Context: an optimization exercise on an open-source flow, tuned for small area, a short achievable clock period and few clock cycles. The choices shown serve that exercise and are no tape-out recipe. Only simulation tests tie the RTL to the original design; equivalence was not proved.

==> exp/maple <==
// dxu
module dxu (
    input              clk,
    input              rst,
    input              start,
    input      [2:0]   op,
    input      [5:0]   n,
    input              u,
    input              s,
    input              doe,
    input      [255:0] a,
    input      [255:0] b,
    output             ready,
    output reg         done,
    output     [255:0] res_hi,
    output     [255:0] res_lo,
    output     [1:0]   cc,
    output     [1:0]   exc,
    output     [15:0]  detail
);
export LEC_CHECK = 0
export ABC_AREA = 1
export CAP_MARGIN = 20
export CORE_MARGIN = 2
export CORE_UTILIZATION = 30
export PLACE_DENSITY = 0.35
export SLEW_MARGIN = 20
create_clock -name core_clock -period 200.0 [get_ports {clk}]
standard.sh (not shown) runs the stock make flow with config.mk's settings and CLKGATE_MAP_FILE= SYNTH_SCRIPT=/design/flow/synth_recipe.tcl, a recipe that flattens the netlist after the stock synthesis.
==> flow/flow/run.sh <==
#!/bin/bash
# The standard layout, with the port buffers made of the smallest plain buffer
# (sky130_fd_sc_hd__buf_1) instead of the default choice.
set -euo pipefail
export BUFFER_PORTS_ARGS="-buffer_cell sky130_fd_sc_hd__buf_1"
bash standard.sh > standard.log 2>&1
==> exp/fjord (differences from exp/maple) <==
--- a/flow/design.v
+++ b/flow/design.v
@@ -115,35 +115,29 @@
                 if (x[4*k +: 4] > 4'd9) bad_any = 1'b1;
         end
     endfunction
     wire [4*NG*K-1:0] amx = {{(4*NG*K-252){1'b0}}, am};
     wire [4*NG*K-1:0] bmx = {{(4*NG*K-252){1'b0}}, bm};
     reg [NG-1:0] gza, gzb;           
-    reg [NG-1:0] gta, gtb;           
     integer gg;
     always @* begin
         for (gg = 0; gg < NG; gg = gg + 1) begin
             gza[gg] = |amx[4*K*gg +: 4*K];
             gzb[gg] = |bmx[4*K*gg +: 4*K];
         end
-        gta[NG-1] = gza[NG-1];
-        gtb[NG-1] = gzb[NG-1];
-        for (gg = NG-2; gg >= 0; gg = gg - 1) begin
-            gta[gg] = gta[gg+1] | gza[gg];
-            gtb[gg] = gtb[gg+1] | gzb[gg];
-        end
     end
-    wire [NG-1:0] gtm = gta & gtb;                  
-    wire       swp_in = |(gtb & ~gta);              
-    wire [4:0] j_in;
-    wire       j_any;
-    dxu_enc #(.L(5), .HIGH(1)) u_jenc (.v({{(32-NG){1'b0}}, gtm}), .idx(j_in), .any(j_any));
+    wire [4:0] ga_top, gb_top;                      
+    wire       a_nz, b_nz;
+    dxu_enc #(.L(5), .HIGH(1)) u_ga (.v({{(32-NG){1'b0}}, gza}), .idx(ga_top), .any(a_nz));
+    dxu_enc #(.L(5), .HIGH(1)) u_gb (.v({{(32-NG){1'b0}}, gzb}), .idx(gb_top), .any(b_nz));
+    wire       swp_in = (ga_top < gb_top);          
+    wire [4:0] j_in   = swp_in ? ga_top : gb_top;
     wire       is_mul_in = (op == OP_DMP);
     wire       spec_in = (op == OP_DAD || op == OP_DSB || op == OP_DZP || (is_mul_in && s)) && (n == 6'd0);
     wire       bad_in  = bad_any(a) || bad_any(b);
-    wire       go_mul  = is_mul_in && !spec_in && !bad_in && gtm[0];
+    wire       go_mul  = is_mul_in && !spec_in && !bad_in && a_nz && b_nz;
     wire [251:0] mc = swp ? rb[255:4] : ra[255:4];
     wire [251:0] mq = swp ? ra[255:4] : rb[255:4];
     wire [4*NG*K-1:0] mqx = {{(4*NG*K-252){1'b0}}, mq};
     wire [4*K-1:0] dg = mqx[4*K*jcnt +: 4*K];
     wire [503:0] acc_step;
     dxu_mstep u_step (.mc(mc), .dg(dg), .acc(acc), .acc_next(acc_step));
==> flow/run.sh (new file) <==
#!/bin/bash
# synth_recipe.tcl (not shown) runs the flow's synth.tcl, then flattens the netlist and writes it again
# the make line also repeats each setting of config.mk as NAME=value (left out here)
make -C /OpenROAD-flow-scripts/flow DESIGN_CONFIG=/design/flow/config.mk WORK_HOME=/design/flow/orfs CLKGATE_MAP_FILE= SYNTH_SCRIPT=/design/flow/synth_recipe.tcl finish
Settings changed: CORE_UTILIZATION 30 to 40, PLACE_DENSITY 0.35 to 0.45.
removed: flow/flow/run.sh
removed: flow/standard.sh
==> qor summary <==
metric                                                   exp/fjord  exp/maple
Unique cell type count in the Yosys netlist                     70         71
Horizontal die dimension                                    590 µm     682 µm
Critical path fanouts, max                                      51         26
Area taken by multi-input logic gates                    92200 µm²  92600 µm²
Total length of routed met3 wires                           153 mm     100 mm
Status                            no timing/DRC/antenna violations  no timing/DRC/antenna violations
Slew at the pin with the worst max-slew slack              1.36 ns    1.32 ns
Sequential fraction of the synthesis area                    0.189      0.188
Mux cell area share after synthesis                              0    0.00239
Routed WL                                                   823 mm     870 mm
Final critical path time including I/O delays and setup   52.44 ns   51.55 ns
Initial antenna violation count                                129        122
Share of cell area taken by multi-input logic gates          0.584      0.598
Total iterations of the first detailed-routing run               7         10
GPL Wtd Cong                                                  1.08      0.981
Testbench counts of exp/maple, summed over its fixed seeds: cycles 5,242.
Testbench counts of exp/fjord, summed over its fixed seeds: cycles 5,242.

-- re-timing with driven ports --
The flow's constraints put no driver on any port. The routed layouts listed below were extracted and timed again, unchanged, in two steps. Step 1 assumes that a clkbuf_16 drives the clock port and a buf_2 every other input. Step 2 moves the port delays by t, midway between the first and last clock arrival at a register: inputs arrive t later, outputs are due t later. That takes back most of the time a late clock gives input paths. Three values: ideal ports, drivers, drivers and shift; two values: the first two.
run | shift t [ns] | setup WS [ns] | hold WS [ns] | worst slew at a driven data input, ns
exp/maple | 1.044 | 148.452 / 148.570 / 147.526 | 0.488 / 0.488 / 0.488 | 0.33
exp/fjord | 0.955 | 147.555 / 147.442 / 146.487 | 0.488 / 0.488 / 0.488 | 0.31
After both steps setup and hold are still met in every run listed. The setup slack of exp/fjord, which loses most, moves by -0.113 ns with the drivers and by -1.068 ns with both steps.
